This design comes from an exercise in tuning for small area, a short achievable clock period and few clock cycles per item on the open sky130 flow, not from production work.
RTL that was checked went through simulation tests only; none was proved equivalent to the original.

==> module aes_encrypt_core, before the edit <==
module aes_encrypt_core (
    input  wire         clk,
    input  wire         rst,         
    input  wire         start,
    input  wire         key_256,     
    input  wire [255:0] key,
    input  wire [127:0] block_in,
    output wire         ready,
    output wire         done,
    output wire [127:0] block_out
);
    reg [127:0] m1;          
    reg [127:0] ka1;         
    reg [127:0] kb1;         
    reg [7:0]   rcon1;       
    reg [3:0]   rnd1;
    reg         mode1;       
    reg         rot1;        
    reg         v1;          
    reg [223:0] d2;          
    reg [55:0]  kc2;         
    reg [127:0] ka2;
    reg [127:0] kb2;
    reg [7:0]   rcon2;       
    reg [7:0]   rcon_n2;     
    reg [3:0]   rnd2;
    reg         mode2;
    reg         last2;       
    reg         v2;
    reg [255:0] d3;          
    reg [63:0]  kc3;         
    reg [127:0] ka3;
    reg [127:0] kb3;
    reg [7:0]   rcon3;
    reg [7:0]   rcon_n3;
    reg [3:0]   rnd3;
    reg         mode3;
    reg         last3;
    reg         v3;
    reg [127:0] result;
    reg         done_q;
    reg         ready_q;
    wire ld     = !v3 || last3;
    wire accept = start && ready_q;
    function [7:0] xtime;
        input [7:0] b;
        begin
            xtime = {b[6:0], 1'b0} ^ (b[7] ? 8'h1b : 8'h00);
        end
    endfunction
    wire [127:0] x1;
    aes_xor128 u_ark (.a(m1), .b(ka1), .y(x1));
    wire [223:0] d1;
    aes_round_a u_round_a (.in(x1), .cut(d1));
    wire [31:0] kw1 = !mode1         ? {ka1[23:0], ka1[31:24]} :
                      rot1           ? {kb1[23:0], kb1[31:24]} : kb1[31:0];
    wire [55:0] kc1;
    aes_key_expand_a u_key_a (.word(kw1), .cut(kc1));
    wire last1 = (rnd1 == (mode1 ? 4'd14 : 4'd10));
    always @(posedge clk) begin
        d2      <= d1;
        kc2     <= kc1;
        ka2     <= ka1;
        kb2     <= kb1;
        rcon2   <= rot1 ? rcon1 : 8'h00;
        rcon_n2 <= rot1 ? xtime(rcon1) : rcon1;
        rnd2    <= rnd1;
        mode2   <= mode1;
        last2   <= last1;
    end
    wire [255:0] dd2;
    aes_round_b u_round_b (.cut_a(d2), .cut_b(dd2));
    wire [63:0] kcc2;
    aes_key_expand_b u_key_b (.cut_a(kc2), .cut_b(kcc2));
    always @(posedge clk) begin
        d3      <= dd2;
        kc3     <= kcc2;
        ka3     <= ka2;
        kb3     <= kb2;
        rcon3   <= rcon2;
        rcon_n3 <= rcon_n2;
        rnd3    <= rnd2;
        mode3   <= mode2;
        last3   <= last2;
    end
    wire [127:0] shifted, mixed;
    aes_round_c u_round_c (.cut(d3), .shifted(shifted), .mixed(mixed));
    wire [127:0] ke_pre;
    wire [31:0]  ke_sub;
    aes_key_expand_c u_key_c (.cut(kc3), .base(ka3), .rcon(rcon3), .pre(ke_pre), .sub(ke_sub));
    wire [127:0] ke_next = ke_pre ^ {4{ke_sub}};
    wire [127:0] rk_pre = mode3 ? kb3 : ke_pre;
    wire [127:0] rk_sub = mode3 ? 128'd0 : {4{ke_sub}};
    wire [127:0] res3 = (shifted ^ rk_pre) ^ rk_sub;
    wire [127:0] ka1_pre = ld ? key[255:128] : rk_pre;
    wire [127:0] ka1_sub = (ld || mode3) ? 128'd0 : {4{ke_sub}};
    always @(posedge clk) begin
        result <= res3;
        ka1    <= ka1_pre ^ ka1_sub;
        if (ld) begin
            m1    <= block_in;
            kb1   <= key[127:0];
            rcon1 <= 8'h01;
            rnd1  <= 4'd1;
            mode1 <= key_256;
            rot1  <= 1'b1;
        end else begin
            m1    <= mixed;
            kb1   <= ke_next;
            rcon1 <= rcon_n3;
            rnd1  <= rnd3 + 4'd1;
            mode1 <= mode3;
            rot1  <= !mode3 || !rnd3[0];
        end
    end
    wire       v1_n    = ld ? accept : v3;
    wire       mode1_n = ld ? key_256 : mode3;
    wire [3:0] rnd1_n  = ld ? 4'd1 : rnd3 + 4'd1;
    wire       ready_n = (!v2 || last2) &&
                         (!v1_n || !mode1_n || rnd1_n >= 4'd5) &&
                         (!v1 || !mode1 || rnd1 >= 4'd5);
    always @(posedge clk) begin
        if (rst) begin
            v1      <= 1'b0;
            v2      <= 1'b0;
            v3      <= 1'b0;
            done_q  <= 1'b0;
            ready_q <= 1'b1;
        end else begin
            v1      <= v1_n;
            v2      <= v1;
            v3      <= v2;
            done_q  <= v3 && last3;
            ready_q <= ready_n;
        end
    end
    assign ready     = ready_q;
    assign done      = done_q;
    assign block_out = result;
endmodule
clock: 6.0 ns
lec_check: 0
cap_margin: 20
core_margin: 2
core_utilization: 50
cts_buf_list: sky130_fd_sc_hd__clkbuf_16
cts_cluster_diameter: 80
cts_cluster_size: 20
place_density: 0.6
setup_slack_margin: 3.3
slew_margin: 20
synth_hierarchical: 1
synth_minimum_keep_size: 0
standard.sh (not shown) runs the stock make flow with config.mk's settings and CLKGATE_MAP_FILE= SYNTH_SCRIPT=/design/flow/synth_recipe.tcl, a recipe that flattens the netlist after the stock synthesis.
==> flow/flow/run.sh <==
#!/bin/bash
# The standard layout (standard.sh, unchanged synthesis), with the input and
# output port buffers made from the smallest buffer cell.
set -euo pipefail
export BUFFER_PORTS_ARGS="-buffer_cell sky130_fd_sc_hd__buf_1"
bash standard.sh > standard.log 2>&1
Testbench counts at the start, summed over its fixed seeds: cycles 30,968, items 2,400.
Change:
--- a/flow/design.v
+++ b/flow/design.v
@@ -415,28 +415,28 @@
     wire [127:0] shifted, mixed;
     aes_round_c u_round_c (.cut(d3), .shifted(shifted), .mixed(mixed));
     wire [127:0] ke_pre;
     wire [31:0]  ke_sub;
     aes_key_expand_c u_key_c (.cut(kc3), .base(ka3), .rcon(rcon3), .pre(ke_pre), .sub(ke_sub));
-    wire [127:0] ke_next = ke_pre ^ {4{ke_sub}};
-    wire [127:0] rk_pre = mode3 ? kb3 : ke_pre;
-    wire [127:0] rk_sub = mode3 ? 128'd0 : {4{ke_sub}};
-    wire [127:0] res3 = (shifted ^ rk_pre) ^ rk_sub;
-    wire [127:0] ka1_pre = ld ? key[255:128] : rk_pre;
-    wire [127:0] ka1_sub = (ld || mode3) ? 128'd0 : {4{ke_sub}};
+    wire [127:0] ke_next;
+    aes_xor128 u_ke (.a(ke_pre), .b({4{ke_sub}}), .y(ke_next));
+    wire [127:0] rk3 = mode3 ? kb3 : ke_next;    
+    wire [127:0] res3;
+    aes_xor128 u_ark_last (.a(shifted), .b(rk3), .y(res3));
     always @(posedge clk) begin
         result <= res3;
-        ka1    <= ka1_pre ^ ka1_sub;
         if (ld) begin
             m1    <= block_in;
+            ka1   <= key[255:128];
             kb1   <= key[127:0];
             rcon1 <= 8'h01;
             rnd1  <= 4'd1;
             mode1 <= key_256;
             rot1  <= 1'b1;
         end else begin
             m1    <= mixed;
+            ka1   <= rk3;
             kb1   <= ke_next;
             rcon1 <= rcon_n3;
             rnd1  <= rnd3 + 4'd1;
             mode1 <= mode3;
             rot1  <= !mode3 || !rnd3[0];
After rerunning:
- The new run finished clean
- fmax drops by 2.5%
- via count grows by about 0.7%
- global-route usage is about the same
- setup slack is worse by 68 ps
- synthesized area increases by 0.83%
- final area climbs by about 1%
- final cell count went up by 1.3%
- critical path depth shrinks by 2
- first-iteration DRC count rose by about 0.8%
- utilization rose by 0.34 points
The RTL of the second run of this note was laid out without a check of its function.

aes_encrypt_core, a different RTL version from the one above (not shown whole).
Size in the first run: about 6,900 cells after synthesis, about 1,200 flip-flops, about 520 I/O pins.
==> module aes_key_expand_b, before the edit <==
module aes_key_expand_b (
    input  wire [87:0]  cut,
    input  wire [127:0] base,
    input  wire [7:0]   rcon,
    output wire [127:0] pre,     
    output wire [31:0]  sub      
);
    genvar g;
    generate
        for (g = 0; g < 4; g = g + 1) begin : g_sbox
            aes_sbox_b u_sbox (
                .cut(cut[87 - 22*g -: 22]),
                .out(sub[31 - 8*g -: 8])
            );
        end
    endgenerate
    wire [31:0] p0 = base[127:96] ^ {rcon, 24'h000000};
    wire [31:0] p1 = p0 ^ base[95:64];
    wire [31:0] p2 = p1 ^ base[63:32];
    wire [31:0] p3 = p2 ^ base[31:0];
    assign pre = {p0, p1, p2, p3};
endmodule
==> module aes_encrypt_core, before the edit <==
module aes_encrypt_core (
    input  wire         clk,
    input  wire         rst,         
    input  wire         start,
    input  wire         key_256,     
    input  wire [255:0] key,
    input  wire [127:0] block_in,
    output wire         ready,
    output wire         done,
    output wire [127:0] block_out
);
    reg [127:0] m1;          
    reg [127:0] ka1;         
    reg [127:0] kb1;         
    reg [7:0]   rcon1;       
    reg [3:0]   rnd1;
    reg         mode1;       
    reg         rot1;        
    reg         v1;          
    reg [351:0] d2;          
    reg [87:0]  kc2;         
    reg [127:0] ka2;
    reg [127:0] kb2;
    reg [7:0]   rcon2;       
    reg [7:0]   rcon_n2;     
    reg [3:0]   rnd2;
    reg         mode2;
    reg         last2;       
    reg         v2;
    reg [127:0] result;
    reg         done_q;
    reg         ready_q;
    wire ld     = !v2 || last2;
    wire accept = start && ready_q;
    function [7:0] xtime;
        input [7:0] b;
        begin
            xtime = {b[6:0], 1'b0} ^ (b[7] ? 8'h1b : 8'h00);
        end
    endfunction
    wire [127:0] x1;
    aes_xor128 u_ark (.a(m1), .b(ka1), .y(x1));
    wire [351:0] d1;
    aes_round_a u_round_a (.in(x1), .cut(d1));
    wire [31:0] kw1 = !mode1         ? {ka1[23:0], ka1[31:24]} :
                      rot1           ? {kb1[23:0], kb1[31:24]} : kb1[31:0];
    wire [87:0] kc1;
    aes_key_expand_a u_key_a (.word(kw1), .cut(kc1));
    wire last1 = (rnd1 == (mode1 ? 4'd14 : 4'd10));
    always @(posedge clk) begin
        d2      <= d1;
        kc2     <= kc1;
        ka2     <= ka1;
        kb2     <= kb1;
        rcon2   <= rot1 ? rcon1 : 8'h00;
        rcon_n2 <= rot1 ? xtime(rcon1) : rcon1;
        rnd2    <= rnd1;
        mode2   <= mode1;
        last2   <= last1;
    end
    wire [127:0] shifted, mixed;
    aes_round_b u_round_b (.cut(d2), .shifted(shifted), .mixed(mixed));
    wire [127:0] ke_pre;
    wire [31:0]  ke_sub;
    aes_key_expand_b u_key_b (.cut(kc2), .base(ka2), .rcon(rcon2), .pre(ke_pre), .sub(ke_sub));
    wire [127:0] ke_next = ke_pre ^ {4{ke_sub}};
    wire [127:0] rk_pre = mode2 ? kb2 : ke_pre;
    wire [127:0] rk_sub = mode2 ? 128'd0 : {4{ke_sub}};
    wire [127:0] res2 = (shifted ^ rk_pre) ^ rk_sub;
    always @(posedge clk) begin
        result <= res2;
        if (ld) begin
            m1    <= block_in;
            ka1   <= key[255:128];
            kb1   <= key[127:0];
            rcon1 <= 8'h01;
            rnd1  <= 4'd1;
            mode1 <= key_256;
            rot1  <= 1'b1;
        end else begin
            m1    <= mixed;
            ka1   <= rk_pre ^ rk_sub;
            kb1   <= ke_next;
            rcon1 <= rcon_n2;
            rnd1  <= rnd2 + 4'd1;
            mode1 <= mode2;
            rot1  <= !mode2 || !rnd2[0];
        end
    end
    wire       v1_n    = ld ? accept : v2;
    wire       mode1_n = ld ? key_256 : mode2;
    wire [3:0] rnd1_n  = ld ? 4'd1 : rnd2 + 4'd1;
    wire       ready_n = (!v1 || last1) && (!v1_n || !mode1_n || rnd1_n >= 4'd5);
    always @(posedge clk) begin
        if (rst) begin
            v1      <= 1'b0;
            v2      <= 1'b0;
            done_q  <= 1'b0;
            ready_q <= 1'b1;
        end else begin
            v1      <= v1_n;
            v2      <= v1;
            done_q  <= v2 && last2;
            ready_q <= ready_n;
        end
    end
    assign ready     = ready_q;
    assign done      = done_q;
    assign block_out = result;
endmodule
make LEC_CHECK=0 CAP_MARGIN=20 CORE_MARGIN=2 CORE_UTILIZATION=50 PLACE_DENSITY=0.6 SETUP_SLACK_MARGIN=2.5 SLEW_MARGIN=20 SYNTH_HIERARCHICAL=1 SYNTH_MINIMUM_KEEP_SIZE=0 finish   # period 6.0 ns
run.sh (not shown) runs the stock make flow with config.mk's settings and CLKGATE_MAP_FILE= SYNTH_SCRIPT=/design/flow/synth_recipe.tcl, a recipe that flattens the netlist after the stock synthesis.
Stock flow here: none of the scripts above is used.
The baseline ran to the end with no violations.
Change:
--- a/flow/design.v
+++ b/flow/design.v
@@ -259,27 +259,27 @@
 endmodule
 module aes_key_expand_b (
     input  wire [87:0]  cut,
     input  wire [127:0] base,
     input  wire [7:0]   rcon,
-    output wire [127:0] pre,     
-    output wire [31:0]  sub      
+    output wire [127:0] next
 );
+    wire [31:0] word_sub;
     genvar g;
     generate
         for (g = 0; g < 4; g = g + 1) begin : g_sbox
             aes_sbox_b u_sbox (
                 .cut(cut[87 - 22*g -: 22]),
-                .out(sub[31 - 8*g -: 8])
+                .out(word_sub[31 - 8*g -: 8])
             );
         end
     endgenerate
     wire [31:0] p0 = base[127:96] ^ {rcon, 24'h000000};
     wire [31:0] p1 = p0 ^ base[95:64];
     wire [31:0] p2 = p1 ^ base[63:32];
     wire [31:0] p3 = p2 ^ base[31:0];
-    assign pre = {p0, p1, p2, p3};
+    assign next = {p0 ^ word_sub, p1 ^ word_sub, p2 ^ word_sub, p3 ^ word_sub};
 endmodule
 module aes_encrypt_core (
     input  wire         clk,
     input  wire         rst,         
     input  wire         start,
@@ -294,11 +294,10 @@
     reg [127:0] ka1;         
     reg [127:0] kb1;         
     reg [7:0]   rcon1;       
     reg [3:0]   rnd1;
     reg         mode1;       
-    reg         rot1;        
     reg         v1;          
     reg [351:0] d2;          
     reg [87:0]  kc2;         
     reg [127:0] ka2;
     reg [127:0] kb2;
@@ -321,12 +320,13 @@
     endfunction
     wire [127:0] x1;
     aes_xor128 u_ark (.a(m1), .b(ka1), .y(x1));
     wire [351:0] d1;
     aes_round_a u_round_a (.in(x1), .cut(d1));
-    wire [31:0] kw1 = !mode1         ? {ka1[23:0], ka1[31:24]} :
-                      rot1           ? {kb1[23:0], kb1[31:24]} : kb1[31:0];
+    wire        rot1  = !mode1 || rnd1[0];
+    wire [31:0] lastw = mode1 ? kb1[31:0] : ka1[31:0];
+    wire [31:0] kw1   = rot1 ? {lastw[23:0], lastw[31:24]} : lastw;
     wire [87:0] kc1;
     aes_key_expand_a u_key_a (.word(kw1), .cut(kc1));
     wire last1 = (rnd1 == (mode1 ? 4'd14 : 4'd10));
     always @(posedge clk) begin
         d2      <= d1;
@@ -339,35 +339,31 @@
         mode2   <= mode1;
         last2   <= last1;
     end
     wire [127:0] shifted, mixed;
     aes_round_b u_round_b (.cut(d2), .shifted(shifted), .mixed(mixed));
-    wire [127:0] ke_pre;
-    wire [31:0]  ke_sub;
-    aes_key_expand_b u_key_b (.cut(kc2), .base(ka2), .rcon(rcon2), .pre(ke_pre), .sub(ke_sub));
-    wire [127:0] ke_next = ke_pre ^ {4{ke_sub}};
-    wire [127:0] rk_pre = mode2 ? kb2 : ke_pre;
-    wire [127:0] rk_sub = mode2 ? 128'd0 : {4{ke_sub}};
-    wire [127:0] res2 = (shifted ^ rk_pre) ^ rk_sub;
+    wire [127:0] ke_next;
+    aes_key_expand_b u_key_b (.cut(kc2), .base(ka2), .rcon(rcon2), .next(ke_next));
+    wire [127:0] rk2 = mode2 ? kb2 : ke_next;    
+    wire [127:0] res2;
+    aes_xor128 u_ark_last (.a(shifted), .b(rk2), .y(res2));
     always @(posedge clk) begin
         result <= res2;
         if (ld) begin
             m1    <= block_in;
             ka1   <= key[255:128];
             kb1   <= key[127:0];
             rcon1 <= 8'h01;
             rnd1  <= 4'd1;
             mode1 <= key_256;
-            rot1  <= 1'b1;
         end else begin
             m1    <= mixed;
-            ka1   <= rk_pre ^ rk_sub;
+            ka1   <= rk2;
             kb1   <= ke_next;
             rcon1 <= rcon_n2;
             rnd1  <= rnd2 + 4'd1;
             mode1 <= mode2;
-            rot1  <= !mode2 || !rnd2[0];
         end
     end
     wire       v1_n    = ld ? accept : v2;
     wire       mode1_n = ld ? key_256 : mode2;
     wire [3:0] rnd1_n  = ld ? 4'd1 : rnd2 + 4'd1;
What happened:
- area after synthesis fell by 0.79%
- cell count came out lower by about 0.6%
- cell area stays flat
- worst setup slack improved by 16 ps
- critical path depth does not change
No functional check of the RTL was part of any run of this note.

==> afterwards: timing with drivers on the ports <==
No port has a modelled driver above. Below, the same layouts with a new extraction and two added sets of constraints.
Step 1, drivers: a clkbuf_16 drives clk and a buf_2 each remaining input, both assumed.
Step 2 also shifts input and output timing later by t, the mid clock arrival at the registers, as if the neighbouring blocks saw the same clock.
Slacks: ideal / step 1 / step 2; pairs: ideal / step 1.
run | shift t [ns] | setup WS [ns] | clock arrival spread, ns
the first run of note 1 | 0.815 | 3.328 / 3.328 / 3.328 | 0.035 / 0.036
the second run of note 1 | 0.833 | 3.260 / 3.260 / 3.260 | 0.035 / 0.035
the first run of note 2 | 0.849 | 2.488 / 2.488 / 2.488 | 0.031 / 0.031
the second run of note 2 | 0.833 | 2.504 / 2.504 / 2.504 | 0.036 / 0.035
After both steps setup and hold are still met in every run listed.
